This design comes from an exercise in tuning for small area, a short achievable clock period and few clock cycles on the open sky130 flow, not from production work.
RTL that was checked went through simulation tests only; none was proved equivalent to the original.

Design dec_unit, start of the top module:
module dec_unit (
    input  wire         clk,
    input  wire         rst,         
    input  wire         in_valid,
    output wire         in_ready,
    input  wire [2:0]   op,          
    input  wire [2:0]   size,        
    input  wire [2:0]   dmode,       
    input  wire [4:0]   digits,      
    input  wire [127:0] a,           
    input  wire [127:0] m,           
    output reg          out_valid,
    output reg  [127:0] result,
    output reg  [127:0] breakage,
    output reg          flag_n,
    output reg          flag_z,
    output reg          flag_c,
    output reg          flag_v,
    output reg          dov,
    output reg          ddata
);
    localparam OP_DAD  = 3'd0, OP_DSB  = 3'd1, OP_DMUL = 3'd2, OP_DRND = 3'd3,
               OP_DCMP = 3'd4, OP_DVAL = 3'd5, OP_DCVB = 3'd6, OP_BCVD = 3'd7;
    function [3:0] m5;
        input [3:0] d;
        begin
            m5[3] = d[3] | (d[2] & (d[1] | d[0]));
  ...
export LEC_CHECK = 0
export ABC_AREA = 1
export CAP_MARGIN = 30
export CORE_MARGIN = 2
export CORE_UTILIZATION = 40
export PLACE_DENSITY = 0.6
export SLEW_MARGIN = 30
create_clock -name core_clock -period 80.0 [get_ports {clk}]
standard.sh (not shown) runs the stock make flow with config.mk's settings and CLKGATE_MAP_FILE= SYNTH_SCRIPT=/design/flow/synth_recipe.tcl, a recipe that flattens the netlist after the stock synthesis.
==> flow/flow/run.sh <==
#!/bin/bash
# The standard layout (the standard.sh, unchanged synthesis and steps), with
# one change: the port buffers that global placement inserts on every input and
# output are sky130_fd_sc_hd__buf_2 cells instead of the delay buffers
# (clkdlybuf4s50_1) that buffer_ports picks by default. The make output goes to
# standard.log; each ORFS step writes its own log under orfs/logs/.
set -euo pipefail
export BUFFER_PORTS_ARGS="-buffer_cell sky130_fd_sc_hd__buf_2"
bash standard.sh > standard.log 2>&1
Edit:
--- a/flow/design.v
+++ b/flow/design.v
@@ -323,24 +323,23 @@
             end
         end
     endfunction
     reg         v1;            
     reg         first;         
     reg         rdy;
-    reg         nrdy;          
     reg [2:0]   op1;
     reg         is_dsb, is_mul, is_rnd, is_cmp, is_cvb, is_bcvd, addsub, ext;
     reg         n3, n7, n15, n31;    
     reg [2:0]   dm1;
     reg [4:0]   dg1;
     reg [127:0] a1;
     reg [127:0] m1;
     reg [2:0]   ptr;           
     reg         zm3, zm7, zm15, zm31;    
     reg         a_lost;        
-    assign in_ready = ~nrdy;
+    assign in_ready = rdy;
     wire in_cvb  = (op == OP_DCVB);
     wire in_bcvd = (op == OP_BCVD);
     wire in_n31  = in_bcvd | (in_cvb ? (size == 3'd4) : (size >= 3'd4));
     wire in_n15  = in_n31 | in_cvb | (size == 3'd3);
     wire in_n7   = in_n15 | (size == 3'd2);
     wire in_n3   = in_n7  | (size == 3'd1);
@@ -589,40 +588,31 @@
             pnz_a[pi] = |a[4*pi+4 +: 4];
             pnz_m[pi] = |m[4*pi+4 +: 4];
         end
     end
     wire [30:0] psz = {{16{size >= 3'd4}}, {8{size >= 3'd3}}, {4{size >= 3'd2}},
                        {2{size != 3'd0}}, 1'b1};
-    wire zm_1  = |pnz_m[2:1],  za_1 = |pnz_a[2:1];
-    wire zm_2  = |pnz_m[6:3],  za_2 = |pnz_a[6:3];
-    wire zm_3  = |pnz_m[14:7], za_3 = |pnz_a[14:7];
-    wire zm_4  = |pnz_m[30:15], za_4 = |pnz_a[30:15];
-    wire m_hi  = (psz[1] & zm_1) | (psz[3] & zm_2) | (psz[7] & zm_3) | (psz[15] & zm_4);
-    wire a_any = pnz_a[0] | (psz[1] & za_1) | (psz[3] & za_2) | (psz[7] & za_3) | (psz[15] & za_4);
-    wire p_mul  = ~m_hi & (a_any | ~pnz_m[0]);
+    wire p_mul  = ~|(pnz_m[30:1] & psz[30:1]) & (|(pnz_a & psz) | ~pnz_m[0]);
     wire p_cvb  = ~|pnz_a[14:4] & ~((size == 3'd4) & |pnz_a[30:15]);
     wire p_bcvd = a[63] ? (&a[63:8] & |a[7:0]) : ~|a[63:8];
     wire short_in = (op == OP_DMUL) ? p_mul : (op == OP_DCVB) ? p_cvb : p_bcvd;
     always @(posedge clk) begin
         if (rst) begin
             v1        <= 1'b0;
             rdy       <= 1'b1;
-            nrdy      <= 1'b0;
             out_valid <= 1'b0;
             first     <= 1'b0;
         end else begin
             out_valid <= v1 & done;
             first     <= accept | (v1 & swap & ~trap);
             if (v1 & ~done) begin
                 v1  <= 1'b1;
-                rdy  <= done_next;
-                nrdy <= ~done_next;
+                rdy <= done_next;
             end else begin
                 v1  <= accept;
-                rdy  <= ~(accept & multi_in & ~short_in);
-                nrdy <= accept & multi_in & ~short_in;
+                rdy <= ~(accept & multi_in & ~short_in);
             end
         end
     end
     always @(posedge clk) begin
         if (rdy) begin
             op1     <= op;
Register-to-register slack gets better by 1.3 ns.
Flip-flop and latch count goes down by 1.
Fmax grows by about 5%.
Worst hold slack gets better by 0.0050 ns.
Count of clock-buffer cells in the layout rose by 6.
Synthesized area stays flat.
Critical path depth decreases by 61.
Core utilization went up by 0.16 points.
Via count goes up by 0.48%.
Routed wire length is higher by about 1.2%.
Design area goes up by about 0.46%.
Synthesized cell count is about the same.
Die area stays flat.
Testbench counts after the change, summed over its fixed seeds: cycles 5,902.
For the first run of this note, only the layout was checked, not whether the RTL still works.

==> port drivers added, routing unchanged <==
In the flow no input, the clock included, has a driving cell. The finished layouts below were timed again as built, in two steps.
Step 1 (the two cells are an assumption about what drives the block):
set clk [get_ports {clk}]
set_driving_cell -lib_cell sky130_fd_sc_hd__clkbuf_16 $clk
set_driving_cell -lib_cell sky130_fd_sc_hd__buf_2 [delete_from_list [all_inputs] $clk]
Step 2, shift: input delay + t, output delay - t, t = (earliest + latest rising clock arrival at the registers) / 2. This alone moves slack from input paths to output paths.
a / b / c = ideal / step 1 / step 2; a / b = the first two.
run | t (ns) | slack for setup (ns) | worst hold slack (ns) | worst setup path after step 2 | cell pins on the clock port's net
the first run | 0.851 | 61.024 / 61.024 / 60.698 | 0.485 / 0.485 / 0.485 | input to register | 1
the second run | 0.887 | 61.918 / 61.970 / 61.115 | 0.490 / 0.490 / 0.490 | input to register | 1
After both steps setup and hold are still met in every run listed. For the second run, which loses most, drivers alone change the setup slack by +0.052 ns; drivers and shift together by -0.803 ns.
